From an optimization exercise on the open Yosys and OpenROAD flow, aimed at small area, a short achievable clock period and few clock cycles; shortcuts taken in it are not production practice.
The RTL was checked by simulation tests, not by an equivalence proof against the original design.

==> inputs of 11-02 <==
## mtr_engine
module mtr_engine (
    input  wire        clk,
    input  wire        rst,
    input  wire        in_valid,
    output wire        in_ready,
    input  wire        in_op,       
    input  wire [2:0]  in_meter,
    input  wire [31:0] in_now,      
    input  wire [13:0] in_len,      
    input  wire [1:0]  in_pre,      
    input  wire [31:0] in_cir,      
    input  wire [31:0] in_pir,      
    input  wire [23:0] in_cbs,      
    input  wire [23:0] in_pbs,      
    input  wire        in_mode,
    input  wire        in_aware,
    input  wire        in_reset,
    input  wire [7:0]  in_ladj,     
    input  wire [5:0]  in_act,      
    input  wire [5:0]  in_ycls,
    input  wire [5:0]  in_rcls,
    output reg         out_valid,
    output reg  [1:0]  out_colour,
    output reg         out_drop,
    output reg         out_reclass,
    output reg  [5:0]  out_class,
    output reg  [46:0] out_tc,
    output reg  [46:0] out_tp
);
==> flow/config.mk <==
export PLATFORM = sky130hd
export DESIGN_NAME = mtr_engine
export DESIGN_NICKNAME = mtr_engine
export VERILOG_FILES = /design/flow/design.v
export SDC_FILE = /design/flow/constraint.sdc
export NUM_CORES = 4
export LEC_CHECK = 0
export ABC_AREA = 1
export CAP_MARGIN = 45
export CORE_MARGIN = 2
export CORE_UTILIZATION = 50
export CTS_CLUSTER_DIAMETER = 100
export CTS_CLUSTER_SIZE = 18
export SLEW_MARGIN = 40
==> flow/constraint.sdc <==
create_clock -name core_clock -period 33.0 [get_ports {clk}]
set_input_delay 6.6000 -clock core_clock [delete_from_list [all_inputs] [get_ports {clk}]]
set_output_delay 6.6000 -clock core_clock [all_outputs]
set_load 0.01 [all_outputs]
standard.sh (not shown) runs the stock make flow with config.mk's settings and CLKGATE_MAP_FILE= SYNTH_SCRIPT=/design/flow/synth_recipe.tcl, a recipe that flattens the netlist after the stock synthesis.
==> flow/flow/run.sh <==
#!/bin/bash
# The standard layout, with repair_timing asked to leave 24.8 ns of setup slack
# at the design's own clock period, so that it keeps working on paths that
# already meet the clock. Make's output goes to its own log here; each ORFS
# step keeps its own log under orfs/logs.
set -euo pipefail
bash standard.sh SETUP_SLACK_MARGIN=24.8 finish > standard_finish.log 2>&1
==> 07-12 (differences from 11-02) <==
--- a/flow/design.v
+++ b/flow/design.v
@@ -33,19 +33,12 @@
         input [23:0] x;
         begin
             scale = ({23'd0, x} << 23) - ({23'd0, x} << 18) - ({23'd0, x} << 17)
                   + ({23'd0, x} << 12) + ({23'd0, x} << 9);
         end
     endfunction
-    function [6:0] act_code;
-        input [1:0] a;
-        input [5:0] cls;
-        begin
-            act_code = (a == 2'd2) ? {1'b1, cls} : {6'd0, a == 2'd1};
-        end
-    endfunction
     function [4:0] msb;
         input [31:0] x;
         integer k;
         begin
             msb = 5'd0;
             for (k = 1; k < 32; k = k + 1)
@@ -58,15 +51,15 @@
     reg [NM*32-1:0] pir_f;
     reg [NM*24-1:0] cbs_f;
     reg [NM*24-1:0] pbs_f;
     reg [NM-1:0]    mode_f;
     reg [NM-1:0]    aware_f;
     reg [NM*8-1:0] ladj_f;
-    reg [NM-1:0]   gdrop_f;
-    reg [NM*7-1:0] yact_f;
-    reg [NM*7-1:0] ract_f;
+    reg [NM*6-1:0] act_f;
+    reg [NM*6-1:0] ycls_f;
+    reg [NM*6-1:0] rcls_f;
     reg [NM*47-1:0] tc_f;
     reg [NM*47-1:0] tp_f;
     reg [NM*32-1:0] tlast_f;
     reg        r1_v;
     reg        r1_op;
     reg [2:0]  r1_m;
@@ -102,38 +95,40 @@
     wire [NM-1:0] r1_sel = r1_oh & rec_ok;
     wire        ok = |r1_sel;
     reg         r_mode, r_aw;
     reg  [31:0] s_cir, s_pir, s_tl;
     reg  [23:0] r_cbs, r_pbs;
     reg  [7:0]  r_ladj;
-    reg         r_gd;
-    reg  [6:0]  r_ya, r_ra;
+    reg  [5:0]  r_act, r_ycls, r_rcls;
     always @(*) begin
         r_mode = 1'b0; r_aw = 1'b0;
         s_cir = 32'd0; s_pir = 32'd0; s_tl = 32'd0;
         r_cbs = 24'd0; r_pbs = 24'd0; r_ladj = 8'd0;
-        r_gd = 1'b0; r_ya = 7'd0; r_ra = 7'd0;
+        r_act = 6'd0; r_ycls = 6'd0; r_rcls = 6'd0;
         for (j = 0; j < NM; j = j + 1) begin
             r_mode = r_mode | (r1_sel[j] & mode_f[j]);
             r_aw   = r_aw   | (r1_sel[j] & aware_f[j]);
             s_cir  = s_cir  | ({32{r1_sel[j]}} & cir_f[j*32 +: 32]);
             s_pir  = s_pir  | ({32{r1_sel[j]}} & pir_f[j*32 +: 32]);
             s_tl   = s_tl   | ({32{r1_sel[j]}} & tlast_f[j*32 +: 32]);
             r_cbs  = r_cbs  | ({24{r1_sel[j]}} & cbs_f[j*24 +: 24]);
             r_pbs  = r_pbs  | ({24{r1_sel[j]}} & pbs_f[j*24 +: 24]);
             r_ladj = r_ladj | ({8{r1_sel[j]}}  & ladj_f[j*8 +: 8]);
-            r_gd   = r_gd   | (r1_sel[j] & gdrop_f[j]);
-            r_ya   = r_ya   | ({7{r1_sel[j]}}  & yact_f[j*7 +: 7]);
-            r_ra   = r_ra   | ({7{r1_sel[j]}}  & ract_f[j*7 +: 7]);
+            r_act  = r_act  | ({6{r1_sel[j]}}  & act_f[j*6 +: 6]);
+            r_ycls = r_ycls | ({6{r1_sel[j]}}  & ycls_f[j*6 +: 6]);
+            r_rcls = r_rcls | ({6{r1_sel[j]}}  & rcls_f[j*6 +: 6]);
         end
     end
     wire [23:0] s_cbs  = r_cbs;
     wire [23:0] s_pbs  = r_pbs;
     wire        s_mode = r_mode;
     wire        s_aw   = r_aw;
     wire [7:0]  s_ladj = r_ladj;
+    wire [5:0]  s_act  = r_act;
+    wire [5:0]  s_ycls = r_ycls;
+    wire [5:0]  s_rcls = r_rcls;
     wire [31:0] dt     = r1_now - s_tl;
     wire [31:0] s_pt   = s_mode ? s_cir : s_pir;
     wire [34:0] bx = {2'b00, dt, 1'b0};
     reg  [16:0] d_one, d_two, d_neg;
     always @(*) begin
         for (j = 0; j < 17; j = j + 1) begin
@@ -171,13 +166,13 @@
         r2_nzp  <= (|s_pt) & (|dt);
         r2_cir  <= s_cir;
         r2_pir  <= s_mode ? s_cir : s_pir;    
         r2_cbs  <= s_cbs;
         r2_pbs  <= s_pbs;
         r2_u    <= r1_op ? {r1_reset, r1_pbs, r1_cbs}
-                         : {17'd0, r_ra, r_ya, r_gd, (s_aw ? r1_pre : 2'd0), b};
+                         : {14'd0, s_rcls, s_ycls, s_act, (s_aw ? r1_pre : 2'd0), b};
     end
     always @(posedge clk) begin
         if (rst)
             rec_ok <= {NM{1'b0}};
         else if (r1_v & r1_op)
             rec_ok[r1_m] <= 1'b1;
@@ -191,15 +186,15 @@
                     pir_f[j*32 +: 32]  <= r1_pir;
                     cbs_f[j*24 +: 24]  <= r1_cbs;
                     pbs_f[j*24 +: 24]  <= r1_pbs;
                     mode_f[j]          <= r1_mode;
                     aware_f[j]         <= r1_aware;
                     ladj_f[j*8 +: 8]   <= r1_ladj;
-                    gdrop_f[j]         <= (r1_act[1:0] == 2'd1);
-                    yact_f[j*7 +: 7]   <= act_code(r1_act[3:2], r1_ycls);
-                    ract_f[j*7 +: 7]   <= act_code(r1_act[5:4], r1_rcls);
+                    act_f[j*6 +: 6]    <= r1_act;
+                    ycls_f[j*6 +: 6]   <= r1_ycls;
+                    rcls_f[j*6 +: 6]   <= r1_rcls;
                 end
             end
         end
     end
     wire [48:0] prod_c, prod_p;
     mtr_mul49 mul_c (.a(r2_cir), .one(r2_one), .two(r2_two), .neg(r2_neg), .p(prod_c));
@@ -232,14 +227,13 @@
     reg [NM-1:0] r3_oh;
     reg [47:0] r3_addc, r3_addp;
     reg        r3_bigc, r3_bigp;
     reg        r3_cge, r3_pge;       
     reg [46:0] r3_ra, r3_rb, r3_rc;
     reg [1:0]  r3_pre;
-    reg        r3_gd;
-    reg [6:0]  r3_yac, r3_rac;
+    reg [5:0]  r3_act, r3_ycls, r3_rcls;
     reg [46:0] r3_tc, r3_tp;         
     always @(posedge clk) begin
         r3_v     <= r2_v & ~rst;
         r3_op    <= r2_op;
         r3_reset <= r2_u[48];
         r3_mode  <= r2_mode;
@@ -252,15 +246,15 @@
         r3_ra    <= scale(r2_cbs);
         r3_rb    <= scale(sb_in);
         r3_rc    <= scale(sc_in);
         r3_cge   <= (r2_cbs >= b_in);
         r3_pge   <= (r2_pbs >= b_in);
         r3_pre   <= r2_u[16:15];
-        r3_gd    <= r2_u[17];
-        r3_yac   <= r2_u[24:18];
-        r3_rac   <= r2_u[31:25];
+        r3_act   <= r2_u[22:17];
+        r3_ycls  <= r2_u[28:23];
+        r3_rcls  <= r2_u[34:29];
         r3_tc    <= fwd3 ? tc_new : fwd4 ? out_tc : rd_tc;
         r3_tp    <= fwd3 ? tp_new : fwd4 ? out_tp : rd_tp;
     end
     wire [46:0] c_tc = r3_tc;
     wire [46:0] c_tp = r3_tp;
     wire [48:0] A      = {2'b0, c_tc} + {1'b0, r3_addc};
@@ -304,16 +298,17 @@
     wire take_c = (colour == 2'd0);
     wire take_p = r3_mode ? (colour == 2'd1) : (colour != 2'd2);
     assign      tc_new = r3_op ? (r3_reset ? r3_rb : tc_ref)
                                : (take_c ? tc_sub : tc_ref);
     assign      tp_new = r3_op ? (r3_reset ? r3_rc : tp_ref)
                                : (take_p ? tp_sub : tp_ref);
-    wire [6:0] acode   = (colour == 2'd1) ? r3_yac : r3_rac;
-    wire       drop    = (colour == 2'd0) ? r3_gd : (~acode[6] & acode[0]);
-    wire       reclass = (colour != 2'd0) & acode[6];
-    wire [5:0] cls     = acode[5:0];
+    wire [1:0] action  = (colour == 2'd0) ? r3_act[1:0] :
+                         (colour == 2'd1) ? r3_act[3:2] : r3_act[5:4];
+    wire       drop    = (action == 2'd1);
+    wire       reclass = (action == 2'd2) && (colour != 2'd0);
+    wire [5:0] cls     = (colour == 2'd1) ? r3_ycls : r3_rcls;
     always @(posedge clk) begin
         for (j = 0; j < NM; j = j + 1) begin
             if (out_valid & r4_oh[j]) begin
                 tc_f[j*47 +: 47] <= out_tc;
                 tp_f[j*47 +: 47] <= out_tp;
             end
==> flow/flow/run.sh (replaced) <==
#!/bin/bash
# The standard layout, with repair_timing asked to leave 24 ns of setup slack
# at the design's own clock period, so that it keeps working on paths that
# already meet the clock. Make's output goes to its own log here; each ORFS
# step keeps its own log under orfs/logs.
set -euo pipefail
bash standard.sh SETUP_SLACK_MARGIN=24 finish > standard_finish.log 2>&1
- ABC_AREA: 1 -> default
- CORE_UTILIZATION: 50 -> 62
- CTS_CLUSTER_DIAMETER: 100 -> default
- CTS_CLUSTER_SIZE: 18 -> default
==> 04-03 (differences from 11-02) <==
--- a/flow/design.v
+++ b/flow/design.v
@@ -33,19 +33,12 @@
         input [23:0] x;
         begin
             scale = ({23'd0, x} << 23) - ({23'd0, x} << 18) - ({23'd0, x} << 17)
                   + ({23'd0, x} << 12) + ({23'd0, x} << 9);
         end
     endfunction
-    function [6:0] act_code;
-        input [1:0] a;
-        input [5:0] cls;
-        begin
-            act_code = (a == 2'd2) ? {1'b1, cls} : {6'd0, a == 2'd1};
-        end
-    endfunction
     function [4:0] msb;
         input [31:0] x;
         integer k;
         begin
             msb = 5'd0;
             for (k = 1; k < 32; k = k + 1)
@@ -58,15 +51,15 @@
     reg [NM*32-1:0] pir_f;
     reg [NM*24-1:0] cbs_f;
     reg [NM*24-1:0] pbs_f;
     reg [NM-1:0]    mode_f;
     reg [NM-1:0]    aware_f;
     reg [NM*8-1:0] ladj_f;
-    reg [NM-1:0]   gdrop_f;
-    reg [NM*7-1:0] yact_f;
-    reg [NM*7-1:0] ract_f;
+    reg [NM*6-1:0] act_f;
+    reg [NM*6-1:0] ycls_f;
+    reg [NM*6-1:0] rcls_f;
     reg [NM*47-1:0] tc_f;
     reg [NM*47-1:0] tp_f;
     reg [NM*32-1:0] tlast_f;
     reg        r1_v;
     reg        r1_op;
     reg [2:0]  r1_m;
@@ -102,38 +95,40 @@
     wire [NM-1:0] r1_sel = r1_oh & rec_ok;
     wire        ok = |r1_sel;
     reg         r_mode, r_aw;
     reg  [31:0] s_cir, s_pir, s_tl;
     reg  [23:0] r_cbs, r_pbs;
     reg  [7:0]  r_ladj;
-    reg         r_gd;
-    reg  [6:0]  r_ya, r_ra;
+    reg  [5:0]  r_act, r_ycls, r_rcls;
     always @(*) begin
         r_mode = 1'b0; r_aw = 1'b0;
         s_cir = 32'd0; s_pir = 32'd0; s_tl = 32'd0;
         r_cbs = 24'd0; r_pbs = 24'd0; r_ladj = 8'd0;
-        r_gd = 1'b0; r_ya = 7'd0; r_ra = 7'd0;
+        r_act = 6'd0; r_ycls = 6'd0; r_rcls = 6'd0;
         for (j = 0; j < NM; j = j + 1) begin
             r_mode = r_mode | (r1_sel[j] & mode_f[j]);
             r_aw   = r_aw   | (r1_sel[j] & aware_f[j]);
             s_cir  = s_cir  | ({32{r1_sel[j]}} & cir_f[j*32 +: 32]);
             s_pir  = s_pir  | ({32{r1_sel[j]}} & pir_f[j*32 +: 32]);
             s_tl   = s_tl   | ({32{r1_sel[j]}} & tlast_f[j*32 +: 32]);
             r_cbs  = r_cbs  | ({24{r1_sel[j]}} & cbs_f[j*24 +: 24]);
             r_pbs  = r_pbs  | ({24{r1_sel[j]}} & pbs_f[j*24 +: 24]);
             r_ladj = r_ladj | ({8{r1_sel[j]}}  & ladj_f[j*8 +: 8]);
-            r_gd   = r_gd   | (r1_sel[j] & gdrop_f[j]);
-            r_ya   = r_ya   | ({7{r1_sel[j]}}  & yact_f[j*7 +: 7]);
-            r_ra   = r_ra   | ({7{r1_sel[j]}}  & ract_f[j*7 +: 7]);
+            r_act  = r_act  | ({6{r1_sel[j]}}  & act_f[j*6 +: 6]);
+            r_ycls = r_ycls | ({6{r1_sel[j]}}  & ycls_f[j*6 +: 6]);
+            r_rcls = r_rcls | ({6{r1_sel[j]}}  & rcls_f[j*6 +: 6]);
         end
     end
     wire [23:0] s_cbs  = r_cbs;
     wire [23:0] s_pbs  = r_pbs;
     wire        s_mode = r_mode;
     wire        s_aw   = r_aw;
     wire [7:0]  s_ladj = r_ladj;
+    wire [5:0]  s_act  = r_act;
+    wire [5:0]  s_ycls = r_ycls;
+    wire [5:0]  s_rcls = r_rcls;
     wire [31:0] dt     = r1_now - s_tl;
     wire [31:0] s_pt   = s_mode ? s_cir : s_pir;
     wire [34:0] bx = {2'b00, dt, 1'b0};
     reg  [16:0] d_one, d_two, d_neg;
     always @(*) begin
         for (j = 0; j < 17; j = j + 1) begin
@@ -171,13 +166,13 @@
         r2_nzp  <= (|s_pt) & (|dt);
         r2_cir  <= s_cir;
         r2_pir  <= s_mode ? s_cir : s_pir;    
         r2_cbs  <= s_cbs;
         r2_pbs  <= s_pbs;
         r2_u    <= r1_op ? {r1_reset, r1_pbs, r1_cbs}
-                         : {17'd0, r_ra, r_ya, r_gd, (s_aw ? r1_pre : 2'd0), b};
+                         : {14'd0, s_rcls, s_ycls, s_act, (s_aw ? r1_pre : 2'd0), b};
     end
     always @(posedge clk) begin
         if (rst)
             rec_ok <= {NM{1'b0}};
         else if (r1_v & r1_op)
             rec_ok[r1_m] <= 1'b1;
@@ -191,15 +186,15 @@
                     pir_f[j*32 +: 32]  <= r1_pir;
                     cbs_f[j*24 +: 24]  <= r1_cbs;
                     pbs_f[j*24 +: 24]  <= r1_pbs;
                     mode_f[j]          <= r1_mode;
                     aware_f[j]         <= r1_aware;
                     ladj_f[j*8 +: 8]   <= r1_ladj;
-                    gdrop_f[j]         <= (r1_act[1:0] == 2'd1);
-                    yact_f[j*7 +: 7]   <= act_code(r1_act[3:2], r1_ycls);
-                    ract_f[j*7 +: 7]   <= act_code(r1_act[5:4], r1_rcls);
+                    act_f[j*6 +: 6]    <= r1_act;
+                    ycls_f[j*6 +: 6]   <= r1_ycls;
+                    rcls_f[j*6 +: 6]   <= r1_rcls;
                 end
             end
         end
     end
     wire [48:0] prod_c, prod_p;
     mtr_mul49 mul_c (.a(r2_cir), .one(r2_one), .two(r2_two), .neg(r2_neg), .p(prod_c));
@@ -232,14 +227,13 @@
     reg [NM-1:0] r3_oh;
     reg [47:0] r3_addc, r3_addp;
     reg        r3_bigc, r3_bigp;
     reg        r3_cge, r3_pge;       
     reg [46:0] r3_ra, r3_rb, r3_rc;
     reg [1:0]  r3_pre;
-    reg        r3_gd;
-    reg [6:0]  r3_yac, r3_rac;
+    reg [5:0]  r3_act, r3_ycls, r3_rcls;
     reg [46:0] r3_tc, r3_tp;         
     always @(posedge clk) begin
         r3_v     <= r2_v & ~rst;
         r3_op    <= r2_op;
         r3_reset <= r2_u[48];
         r3_mode  <= r2_mode;
@@ -252,15 +246,15 @@
         r3_ra    <= scale(r2_cbs);
         r3_rb    <= scale(sb_in);
         r3_rc    <= scale(sc_in);
         r3_cge   <= (r2_cbs >= b_in);
         r3_pge   <= (r2_pbs >= b_in);
         r3_pre   <= r2_u[16:15];
-        r3_gd    <= r2_u[17];
-        r3_yac   <= r2_u[24:18];
-        r3_rac   <= r2_u[31:25];
+        r3_act   <= r2_u[22:17];
+        r3_ycls  <= r2_u[28:23];
+        r3_rcls  <= r2_u[34:29];
         r3_tc    <= fwd3 ? tc_new : fwd4 ? out_tc : rd_tc;
         r3_tp    <= fwd3 ? tp_new : fwd4 ? out_tp : rd_tp;
     end
     wire [46:0] c_tc = r3_tc;
     wire [46:0] c_tp = r3_tp;
     wire [48:0] A      = {2'b0, c_tc} + {1'b0, r3_addc};
@@ -304,16 +298,17 @@
     wire take_c = (colour == 2'd0);
     wire take_p = r3_mode ? (colour == 2'd1) : (colour != 2'd2);
     assign      tc_new = r3_op ? (r3_reset ? r3_rb : tc_ref)
                                : (take_c ? tc_sub : tc_ref);
     assign      tp_new = r3_op ? (r3_reset ? r3_rc : tp_ref)
                                : (take_p ? tp_sub : tp_ref);
-    wire [6:0] acode   = (colour == 2'd1) ? r3_yac : r3_rac;
-    wire       drop    = (colour == 2'd0) ? r3_gd : (~acode[6] & acode[0]);
-    wire       reclass = (colour != 2'd0) & acode[6];
-    wire [5:0] cls     = acode[5:0];
+    wire [1:0] action  = (colour == 2'd0) ? r3_act[1:0] :
+                         (colour == 2'd1) ? r3_act[3:2] : r3_act[5:4];
+    wire       drop    = (action == 2'd1);
+    wire       reclass = (action == 2'd2) && (colour != 2'd0);
+    wire [5:0] cls     = (colour == 2'd1) ? r3_ycls : r3_rcls;
     always @(posedge clk) begin
         for (j = 0; j < NM; j = j + 1) begin
             if (out_valid & r4_oh[j]) begin
                 tc_f[j*47 +: 47] <= out_tc;
                 tp_f[j*47 +: 47] <= out_tp;
             end
==> flow/flow/run.sh (replaced) <==
#!/bin/bash
# The standard layout, with repair_timing asked to leave 25 ns of setup slack
# at the design's own clock period, so that it keeps working on paths that
# already meet the clock. Make's output goes to its own log here; each ORFS
# step keeps its own log under orfs/logs.
set -euo pipefail
bash standard.sh SETUP_SLACK_MARGIN=25 finish > standard_finish.log 2>&1
- ABC_AREA: 1 -> default
- CTS_CLUSTER_DIAMETER: 100 -> default
- CTS_CLUSTER_SIZE: 18 -> default
==> qor summary <==
metric	11-02	07-12	04-03
Post-route cell area	198000 um2	198000 um2	206000 um2
Synthesized instance count	17825	15174	15174
Number of enable flip-flop cells after synthesis	2104	2128	2128
Critical path start-end classification	reg -> out	reg -> out	reg -> reg
Clock buffer count	336	426	441
Layout Cells excl Fill	22865	19259	20561
Clock latency reported for the late side of the worst-skew pair	0.98 ns	0.94 ns	0.96 ns
Total clock sinks	3002	3029	3029
Unique masters post-synth	74	105	105
Die boundary height	606 um	540 um	601 um
Non-clock buffer share of cell area	3.25%	3.43%	5.46%
Register area share after synthesis	44.7%	46.0%	46.0%
Bufs w/o clock	704	683	981
Proportion of layout cells with a drive suffix above 1	6.34%	8.00%	12.5%
Critical register-to-register path endpoint	r3_bigp	r3_addc[43]	out_class[3]
Floorplan die width	606 um	540 um	601 um
Outcome	timing/DRC/antenna clean	timing/DRC/antenna clean	timing/DRC/antenna clean
Worst r2r path cells	22	25	36
Fraction of the mapped netlist area in adder cells	18.9%	19.4%	19.4%
Number of fill cells in the layout	32120	20332	29416
Multi-input gate share of the layout cell area	45.3%	44.9%	43.9%
Post-synthesis instance area	181000 um2	178000 um2	178000 um2
Terminating pin of the worst hold path	r4_oh[4]	r4_oh[3]	r4_oh[1]
Testbench counts of 11-02, summed over its fixed seeds: cycles 24,032.
Testbench counts of 07-12, summed over its fixed seeds: cycles 24,032.
Testbench counts of 04-03, summed over its fixed seeds: cycles 24,032.

## separate check: timing with driven ports
The flow's constraints put no driver on any port. The routed layouts listed below were extracted and timed again, unchanged, in two steps. Step 1, drivers: a clkbuf_16 drives clk and a buf_2 each remaining input, both assumed. Step 2, shift: input delay + t, output delay - t, t = (earliest + latest rising clock arrival at the registers) / 2. This alone moves slack from input paths to output paths. Three values: no drivers, after step 1, after step 2; two values: the first two.
| run | t, ns | setup slack, ns | worst hold slack (ns) | worst setup path at the end | clock arrival spread, ns |
|---|---|---|---|---|---|
| 11-02 | 1.052 | 24.786 / 24.661 / 24.803 | 0.353 / 0.353 / 0.353 | input to register | 0.108 / 0.108 |
| 07-12 | 1.013 | 24.021 / 23.917 / 24.217 | 0.353 / 0.353 / 0.353 | register to register | 0.093 / 0.094 |
| 04-03 | 1.010 | 24.720 / 24.707 / 24.720 | 0.349 / 0.349 / 0.349 | register to register | 0.106 / 0.106 |
After both steps setup and hold are still met in every run listed.
